Context: an optimization exercise on an open-source flow, tuned for small area. The choices shown serve that exercise and are no tape-out recipe.
In this exercise RTL edits were held to simulation tests only and were not proved equivalent to the original.

<file path="flow/run.sh">
#!/bin/bash
# synth_recipe.tcl (not shown) runs the flow's synth.tcl, then flattens the netlist and writes it again
# the make line also repeats each setting of config.mk as NAME=value (left out here)
make -C /OpenROAD-flow-scripts/flow DESIGN_CONFIG=/design/flow/config.mk WORK_HOME=/design/flow/orfs CLKGATE_MAP_FILE= SYNTH_SCRIPT=/design/flow/synth_recipe.tcl finish
</file>
<file path="flow/config.mk">
export PLATFORM = sky130hd
export DESIGN_NAME = crucible_vfunc
export DESIGN_NICKNAME = crucible_vfunc
export VERILOG_FILES = /design/flow/design.v
export SDC_FILE = /design/flow/constraint.sdc
export NUM_CORES = 4
export LEC_CHECK = 0
export ABC_AREA = 1
export CAP_MARGIN = 20
export CORE_MARGIN = 2
export CORE_UTILIZATION = 55
export PLACE_DENSITY = 0.65
export SLEW_MARGIN = 20
</file>
<file path="flow/constraint.sdc">
create_clock -name core_clock -period 14.0 [get_ports {clk}]
set_input_delay 2.8000 -clock core_clock [delete_from_list [all_inputs] [get_ports {clk}]]
set_output_delay 2.8000 -clock core_clock [all_outputs]
set_load 0.01 [all_outputs]
</file>
<file path="flow/design.v">
module crucible_flane (
    input  wire        clk,
    input  wire [15:0] i_a,         
    input  wire [3:0]  i_l,         
    input  wire [27:0] p3,          
    input  wire [29:0] p3x3,        
    input  wire        wrap3,       
    input  wire        sqrt3,       
    output wire [27:0] etm_e,       
    output wire        etm_sat,
    output reg  [15:0] r4_d,        
    output reg         r4_sat,
    output reg         r4_dz
);
    genvar k;
    reg [15:0] a1, a2, a3;
    always @(posedge clk) begin
        a1 <= i_a;
        a2 <= a1;
        a3 <= a2;
    end
    wire        neg0 = i_a[15];
    wire [15:0] ap0  = i_a ^ {16{neg0}};           
    wire [3:0]  k0   = ~i_l;                       
    wire [15:0] onek = 16'd1 << k0;
    wire [15:0] gtk;                               
    generate
        for (k = 0; k < 16; k = k + 1) begin : gm
            assign gtk[k] = (k0 < k);
        end
    endgenerate
    wire lowz = ~|(ap0 & ~gtk & ~onek);
    wire hiz  = ~|(ap0 & gtk);
    wire bitk = |(ap0 & onek);
    wire ovf0 = hiz & (!bitk | (lowz & !neg0));   
    wire dz0  = (i_a == 16'd0);
    wire [15:0] ds0;
    wire [2:0]  dq0;
    crucible_divrows #(.N(3)) u_d0 (.s(onek), .a(i_a), .so(ds0), .q(dq0));
    reg [15:0] dS1;  reg [2:0]  dQ1;  reg dO1, dZ1;
    always @(posedge clk) begin dS1 <= ds0; dQ1 <= dq0; dO1 <= ovf0; dZ1 <= dz0; end
    wire [15:0] ds1;
    wire [3:0]  dq1;
    crucible_divrows #(.N(4)) u_d1 (.s(dS1), .a(a1), .so(ds1), .q(dq1));
    reg [15:0] dS2;  reg [6:0]  dQ2;  reg dO2, dZ2;
    always @(posedge clk) begin dS2 <= ds1; dQ2 <= {dQ1, dq1}; dO2 <= dO1; dZ2 <= dZ1; end
    wire [15:0] ds2;
    wire [3:0]  dq2;
    crucible_divrows #(.N(4)) u_d2 (.s(dS2), .a(a2), .so(ds2), .q(dq2));
    reg [15:0] dS3;  reg [10:0] dQ3;  reg dO3, dZ3;
    always @(posedge clk) begin dS3 <= ds2; dQ3 <= {dQ2, dq2}; dO3 <= dO2; dZ3 <= dZ2; end
    wire [15:0] ds3_unused;
    wire [1:0]  dq3;
    crucible_divrows #(.N(2)) u_d3 (.s(dS3), .a(a3), .so(ds3_unused), .q(dq3));
    wire        neg3 = a3[15];
    wire [12:0] fl   = {dQ3, dq3};
    wire [15:0] rcp_d   = dZ3 ? 16'h7FFF :
                          dO3 ? {neg3, {15{!neg3}}} :
                                {neg3, fl ^ {13{neg3}}, 2'b10};
    wire        rcp_sat = dO3 & !dZ3;
    wire [13:0] sq0;  wire [16:0] sr0;
    crucible_sqrows #(.N0(0), .N(3)) u_s0 (
        .q_in(14'd0), .r_in(17'd0), .pr(i_a[14:9]), .q_out(sq0), .r_out(sr0));
    reg [2:0]  sQ1;  reg [3:0]  sR1;
    always @(posedge clk) begin sQ1 <= sq0[2:0]; sR1 <= sr0[3:0]; end
    wire [13:0] sq1;  wire [16:0] sr1;
    crucible_sqrows #(.N0(3), .N(4)) u_s1 (
        .q_in({11'd0, sQ1}), .r_in({13'd0, sR1}), .pr(a1[8:1]), .q_out(sq1), .r_out(sr1));
    reg [6:0]  sQ2;  reg [7:0]  sR2;
    always @(posedge clk) begin sQ2 <= sq1[6:0]; sR2 <= sr1[7:0]; end
    wire [13:0] sq2;  wire [16:0] sr2;
    crucible_sqrows #(.N0(7), .N(4)) u_s2 (
        .q_in({7'd0, sQ2}), .r_in({9'd0, sR2}), .pr({a2[0], 7'd0}), .q_out(sq2), .r_out(sr2));
    reg [10:0] sQ3;  reg [11:0] sR3;
    always @(posedge clk) begin sQ3 <= sq2[10:0]; sR3 <= sr2[11:0]; end
    wire [13:0] sq3;  wire [16:0] sr3_unused;
    crucible_sqrows #(.N0(11), .N(3)) u_s3 (
        .q_in({3'd0, sQ3}), .r_in({5'd0, sR3}), .pr(6'd0), .q_out(sq3), .r_out(sr3_unused));
    wire [15:0] sqr_d   = neg3 ? 16'd0 : {1'b0, sq3, 1'b1};
    reg [15:0] r3_d;  reg r3_sat, r3_dz;
    always @(posedge clk) begin
        r3_d   <= sqrt3 ? sqr_d : rcp_d;
        r3_sat <= sqrt3 ? neg3  : rcp_sat;
        r3_dz  <= !sqrt3 & dZ3;
        r4_d   <= r3_d;
        r4_sat <= r3_sat;
        r4_dz  <= r3_dz;
    end
    wire [15:0] m = {1'b0, a3[14:0]};
    wire [29:0] pp [0:7];
    generate
        for (k = 0; k < 8; k = k + 1) begin : ppg
            wire [1:0] dg = m[2*k +: 2];
            assign pp[k] = ({30{dg == 2'd1}} & {2'b00, p3})
                         | ({30{dg == 2'd2}} & {1'b0, p3, 1'b0})
                         | ({30{dg == 2'd3}} & p3x3);
        end
    endgenerate
    wire [42:0] acc [1:8];
    wire [29:0] s0;  wire c0_unused;
    crucible_rca #(.W(30)) u_m0 (
        .x(pp[0]), .y({16'd0, 14'h3FFF}), .ci(!a3[15]), .s(s0), .co(c0_unused));
    assign acc[1] = {13'd0, s0};
    generate
        for (k = 1; k < 7; k = k + 1) begin : mrow
            wire [29:0] s;  wire co_unused;
            crucible_rca #(.W(30)) u_r (
                .x({1'b0, acc[k][2*k +: 29]}), .y(pp[k]), .ci(1'b0), .s(s), .co(co_unused));
            assign acc[k+1] = {{(13-2*k){1'b0}}, s, acc[k][2*k-1:0]};
        end
    endgenerate
    wire [28:0] s7;  wire c7_unused;
    crucible_rca #(.W(29)) u_m7 (
        .x(acc[7][42:14]), .y({1'b0, pp[7][27:0]}), .ci(1'b0), .s(s7), .co(c7_unused));
    assign acc[8] = {s7, acc[7][13:0]};
    wire ezero = a3[15] & !wrap3;
    assign etm_e   = ezero ? 28'd0 : acc[8][42:15];
    assign etm_sat = ezero;
endmodule
module crucible_divrows #(
    parameter N = 4
) (
    input  wire [15:0]  s,
    input  wire [15:0]  a,
    output wire [15:0]  so,
    output wire [N-1:0] q
);
    wire [15:0] r [0:N];
    assign r[0] = s;
    genvar i;
    generate
        for (i = 0; i < N; i = i + 1) begin : row
            wire inv = (r[i][15] == a[15]);      
            wire co_unused;
            crucible_rca #(.W(16)) u_add (
                .x({r[i][14:0], 1'b0}), .y(a ^ {16{inv}}), .ci(inv),
                .s(r[i+1]), .co(co_unused));
            assign q[N-1-i] = !r[i+1][15];
        end
    endgenerate
    assign so = r[N];
endmodule
module crucible_sqrows #(
    parameter N0 = 0,
    parameter N  = 3
) (
    input  wire [13:0]    q_in,
    input  wire [16:0]    r_in,
    input  wire [2*N-1:0] pr,
    output wire [13:0]    q_out,
    output wire [16:0]    r_out
);
    wire [13:0] qq [0:N];
    wire [16:0] rr [0:N];
    assign qq[0] = q_in;
    assign rr[0] = r_in;
    genvar i;
    generate
        for (i = 0; i < N; i = i + 1) begin : row
            localparam n = N0 + i;                
            wire [n+2:0] rc = {rr[i][n:0], pr[2*(N-1-i) +: 2]};
            wire [16:0]  tw = {1'b0, qq[i], 2'b01};
            wire [n+2:0] t  = tw[n+2:0];
            wire [n+2:0] d;
            wire         ge;
            crucible_rca #(.W(n+3)) u_sub (.x(rc), .y(~t), .ci(1'b1), .s(d), .co(ge));
            assign qq[i+1] = {qq[i][12:0], ge};
            wire [n+1:0] rn = ge ? d[n+1:0] : rc[n+1:0];
            assign rr[i+1] = {{(15-n){1'b0}}, rn};
        end
    endgenerate
    assign q_out = qq[N];
    assign r_out = rr[N];
endmodule
module crucible_rca #(
    parameter W = 16
) (
    input  wire [W-1:0] x,
    input  wire [W-1:0] y,
    input  wire         ci,
    output wire [W-1:0] s,
    output wire         co
);
    wire [W:0] c;
    assign c[0] = ci;
    genvar i;
    generate
        for (i = 0; i < W; i = i + 1) begin : b
            assign s[i]   = x[i] ^ y[i] ^ c[i];
            assign c[i+1] = (x[i] & y[i]) | (c[i] & (x[i] ^ y[i]));
        end
    endgenerate
    assign co = c[W];
endmodule
module crucible_vfunc #(
    parameter LANES = 4
) (
    input  wire                clk,
    input  wire                rst,           
    input  wire                iss_valid,
    input  wire [31:0]         iss_word,      
    input  wire [LANES-1:0]    iss_kmask,     
    input  wire [16*LANES-1:0] iss_a,         
    input  wire [31:0]         iss_s,         
    output reg                 wb_valid,
    output reg  [4:0]          wb_vd,
    output reg  [LANES-1:0]    wb_lanes,
    output reg                 wb_n2,         
    output reg  [16*LANES-1:0] wb_d0,
    output wire [16*LANES-1:0] wb_d1,
    output reg  [LANES-1:0]    wb_sat,        
    output reg  [LANES-1:0]    wb_dz          
);
    wire [5:0] op = iss_word[31:26];
    wire is_etm = iss_valid && (op == 6'd27);
    wire is_six = iss_valid && (op[5:1] == 5'b01110);    
    reg             e1, e2, e3;               
    reg             x1, x2, x3, x4, x5;       
    reg             q1, q2, q3;               
    reg [4:0]       vd1, vd2, vd3, vd4, vd5;
    reg [LANES-1:0] m1, m2, m3, m4, m5;
    reg [27:0]      p1, p2, p3;
    reg [29:0]      p3x3;                     
    reg             w1, w2, w3;               
    always @(posedge clk) begin
        if (rst) begin
            e1 <= 1'b0; e2 <= 1'b0; e3 <= 1'b0;
            x1 <= 1'b0; x2 <= 1'b0; x3 <= 1'b0; x4 <= 1'b0; x5 <= 1'b0;
        end else begin
            e1 <= is_etm; e2 <= e1; e3 <= e2;
            x1 <= is_six; x2 <= x1; x3 <= x2; x4 <= x3; x5 <= x4;
        end
        q1  <= op[0];          q2  <= q1;  q3  <= q2;
        vd1 <= iss_word[25:21]; vd2 <= vd1; vd3 <= vd2; vd4 <= vd3; vd5 <= vd4;
        m1  <= iss_kmask;      m2  <= m1;  m3  <= m2;  m4  <= m3;  m5  <= m4;
        p1  <= iss_s[27:0];    p2  <= p1;  p3  <= p2;
        w1  <= iss_word[0];    w2  <= w1;  w3  <= w2;
    end
    wire [29:0] p2x3;
    crucible_rca #(.W(29)) u_p3 (
        .x({1'b0, p2}), .y({p2, 1'b0}), .ci(1'b0), .s(p2x3[28:0]), .co(p2x3[29]));
    always @(posedge clk) p3x3 <= p2x3;
    wire [28*LANES-1:0] etm_e;
    wire [LANES-1:0]    etm_sat, r4_sat, r4_dz;
    wire [16*LANES-1:0] r4_d;
    genvar g;
    generate
        for (g = 0; g < LANES; g = g + 1) begin : lane
            crucible_flane u_lane (
                .clk     (clk),
                .i_a     (iss_a[16*g +: 16]),
                .i_l     (iss_word[3:0]),
                .p3      (p3),
                .p3x3    (p3x3),
                .wrap3   (w3),
                .sqrt3   (q3),
                .etm_e   (etm_e[28*g +: 28]),
                .etm_sat (etm_sat[g]),
                .r4_d    (r4_d[16*g +: 16]),
                .r4_sat  (r4_sat[g]),
                .r4_dz   (r4_dz[g])
            );
        end
    endgenerate
    reg [12*LANES-1:0] d1_r;
    integer j;
    always @(posedge clk) begin
        if (rst) wb_valid <= 1'b0;
        else     wb_valid <= x5 | e3;
        wb_n2 <= !x5;
        if (x5) begin
            wb_vd    <= vd5;
            wb_lanes <= m5;
            wb_d0    <= r4_d;
            wb_sat   <= r4_sat & m5;
            wb_dz    <= r4_dz & m5;
        end else begin
            wb_vd    <= vd3;
            wb_lanes <= m3;
            for (j = 0; j < LANES; j = j + 1)
                wb_d0[16*j +: 16] <= etm_e[28*j +: 16];
            wb_sat   <= etm_sat & m3;
            wb_dz    <= {LANES{1'b0}};
        end
        for (j = 0; j < LANES; j = j + 1)
            d1_r[12*j +: 12] <= etm_e[28*j + 16 +: 12];
    end
    generate
        for (g = 0; g < LANES; g = g + 1) begin : d1o
            assign wb_d1[16*g +: 16] = {4'b0000, d1_r[12*g +: 12]};
        end
    endgenerate
endmodule
</file>
==> impl_metrics.py <==
metrics = {
    "logic_synthesis": {
        "postSynthCellCount": 9948,
        "ys.warnings.count": 9,
        "synth_cell_types": 62,
        "yosysSeqAreaShare_pct": 23.03,
        "synth_top_area_share_pct": 34.64,
        "synth_seq_cells": 1115,
        "post-synth-top-count-cell": "fa_1",
        "syn-cell-area_um2": 96910,
        "synth-async-reset-ratio_pct": 0,
        "synthesis.area_per_instance_um2": 9.742,
        "synthTopCellsByArea": "fa_1 35%, dfxtp_1 23%, inv_1 6.3%, xor2_1 6.2%, ha_1 4.4%",
        "netlist.top_cell.by_area": "fa_1",
        "synth_top_cells_by_count": "1677 x fa_1, 1637 x inv_1, 1115 x dfxtp_1",
        "ys.flop_type": "dfxtp_1",
        "synth_enable_flop_cells": 0,
    },
    "floorplanning": {
        "floorplan.core_area_um2": 175500,
        "fp.dieArea_um2": 179600,
        "die_width_um": 423.8,
        "start_util_pct": 55.21,
        "floorplan.io_pins": 282,
        "die_height_um": 423.8,
        "row_count": 154,
    },
    "worst_setup_path": {
        "critPathTopFamily": "adder cells",
        "critical_path_class": "register to register",
        "worst-endpoint-required_ns": 14.66,
        "cp-start-kind": "register",
        "critPathMaxFanout": 13,
        "critical-path-max-stage-delay_ns": 0.41,
        "timing.critical_path.buf_inv": 9,
        "endpoint_kind": "register",
        "critical_path_arrival_ns": 23.26,
        "timing.critical_path.mode_cell": "fa_2",
        "critical-path-slowest-cell": "fa_2",
    },
    "detailed_routing": {
        "totalWireLength_um": 315200,
        "remaining_drc_errors": 0,
        "detailedRoute.firstIterationViolations": 7384,
        "number_of_vias_in_the_routed_layout": 75920,
        "drt-vias-per-instance": 5.610,
        "antenna_viol_nets_final": 0,
        "wire_per_inst_um": 23.29,
        "drt_pass1_iterations": 6,
    },
    "layout": {
        "post-route-util_pct": 68.03,
        "insertedDiodeCount": 0,
        "finish.net_count": 13250,
        "post_route_cells_drive_above_1_share_pct": 28.77,
        "layout-area-overhead-vs-synth_pct": 23.23,
        "fillers": 13710,
    },
    "timing": {
        "layout_setup_ws_ns": -8.601,
        "final.period_utilization_pct": 161.4,
        "minimum_clock_period_ns": 22.60,
        "timing.final.setup_violations": 283,
        "final_count_of_pins_violating_max_slew": 0,
        "finalHoldViolCount": 0,
        "rsz0062_at_grt": "yes",
        "fmax_ghz": 0.04425,
        "slew-limit-headroom_pct": 29.85,
        "timing_worst_slew_pin_value_ns": 1.048,
        "timing.clock.skew_ns": 0.04182,
    },
    "clocking": {
        "cts_htree_levels": 3,
        "clock_tree_from_tritoncts": "built",
        "num_clock_sinks": 1115,
        "clock_latency_ns": 0.79,
        "clk_pin_slew_ns": 0.06,
        "root_buffer": "clkbuf_16",
        "cts.hold.buffers_added": 0,
        "cts.path.max_buffers": 3,
        "cts_made_buffers": 117,
    },
    "status": {
        "check.faults": "setup timing",
        "status": "complete, but fails checks",
    },
    "global_route": {
        "grt_pass1_vias": 80020,
        "antenna_found_initial": 3,
        "globalRouteOverflowTotal": 0,
        "grt_pass1_wl_um": 484000,
        "grt_start_max_net_pins": 69,
        "groute.usage.overall_pct": 35.32,
    },
    "placement": {
        "place_hpwl_um": 249700,
        "finalWeightedCongestion": 0.9799,
        "buffer_ports.inserted": 244,
    },
    "run": {
        "max_cap_violations": 0,
    },
    "hold_path": {
        "hold_class": "register to register",
    },
}
## stage by stage
stage	setup TNS [ns]	worst slack, ns	cells	area, µm²	hold slack (ns)
2_1_floorplan	-1530.82	-9.049	9963	99060	0.3096
3_3_place_gp	-1487.00	-8.539	13240	111800	0.3104
3_5_place_dp	-1551.72	-8.794	13240	111800	0.3121
4_1_cts	-1272.63	-8.717	13520	118500	0.2947
5_1_grt	-1393.31	-9.250	13530	119400	0.3024
6_report	-1267.68	-8.601	13530	119400	0.2921
## flip-flops by register name (all words and copies together), names as in the netlist, 64 cells and up
register,count
lane.u_lane.r3_d,64
lane.u_lane.dS3,64
lane.u_lane.dS2,64
lane.u_lane.a2,64
lane.u_lane.a3,64
lane.u_lane.a1,64
lane.u_lane.dS1,64
lane.u_lane.r4_d,64
wb_d0,64
## cell families after synthesis
logic type               share of synthesized area, %
flip-flops                                      23.03
adder cells (fa/ha/maj)                         39.08
other                                        0.003869
buffers and inverters                           9.210
AO/OA/AOI/OAI                                   11.48
AND/OR/NAND/NOR                                 6.290
multiplexers                                    1.272
XOR/XNOR                                        9.630
## cells in the final DEF, fill, tap and decap left out, types with 300 or more instances in the layout
| cell type | netlist | layout |
|---|---|---|
| a21oi_1 | 565 | 558 |
| buf_4 | 20 | 1295 |
| dfxtp_1 | 1115 | 1087 |
| fa_1 | 1677 | 587 |
| fa_2 | 0 | 1090 |
| ha_1 | 344 | 300 |
| inv_1 | 1637 | 1471 |
| nand2_1 | 1090 | 1078 |
| o22ai_1 | 528 | 521 |
| xor2_1 | 683 | 616 |
## area by class of cell
type / instances / area, µm² / share of cell area (%)
Multi-Input combinational cell: 6502 / 70320 / 58.88
Sequential cell: 1115 / 22400 / 18.76
Timing Repair Buffer: 1600 / 13040 / 10.92
Inverter: 1757 / 6616 / 5.540
Clock buffer: 149 / 3241 / 2.714
Tap cell: 2340 / 2928 / 2.452
Clock inverter: 71 / 878.3 / 0.7355
## per-layer routing
layer  vias up  global-route usage [%]  routed length (µm)
met5         -                       0                   0
met4         0                   16.40               17890
met3       992                   6.513               27490
met2      3830                   55.61              142500
met1     37380                   47.49              127300
li1      33720                       -                   -
## timing repair
item / 4_1_cts / 5_1_grt
endpoints found under the hold margin: 0 / 0
endpoints found under the setup margin: 288 / 297
gates cloned: 0 / 0
gates resized for setup: 849 / 228
pin swaps: 263 / 131
setup buffers: 52 / 24
## worst paths after layout
kind | start | end | slack, ns | cells after the start
worst min register to register | lane[3].u_lane.dQ2[1] | lane[3].u_lane.dQ3[5] | 0.29 | 0
worst max-delay path | lane[1].u_lane.dS2[15] | lane[1].u_lane.dS3[15] | -8.60 | 79
worst max register to register | lane[1].u_lane.dS2[15] | lane[1].u_lane.dS3[15] | -8.60 | 79
worst min-delay path | lane[3].u_lane.dQ2[1] | lane[3].u_lane.dQ3[5] | 0.29 | 0

## port drivers added, routing unchanged
The results above use ideal ports. As a check the final layout listed here was re-extracted and re-timed, cells and wires unchanged. Step 1, drivers: a clkbuf_16 drives clk and a buf_2 each remaining input, both assumed. Step 2 times the ports against the registers' clock, not the clock port: input delays grow and output delays shrink by t, the midpoint of the rising clock arrivals with the driver on. Three values: ideal, step 1, step 2; two values: the first two.
shift t [ns]: 0.865
setup WS [ns]: -8.601 / -8.601 / -8.601
worst hold slack (ns): 0.292 / 0.292 / 0.292
worst setup path at the end: register to register
cell pins on the clock port's net: 1
The setup slack of this run moves by 0.000 ns with the drivers and by 0.000 ns with both steps.
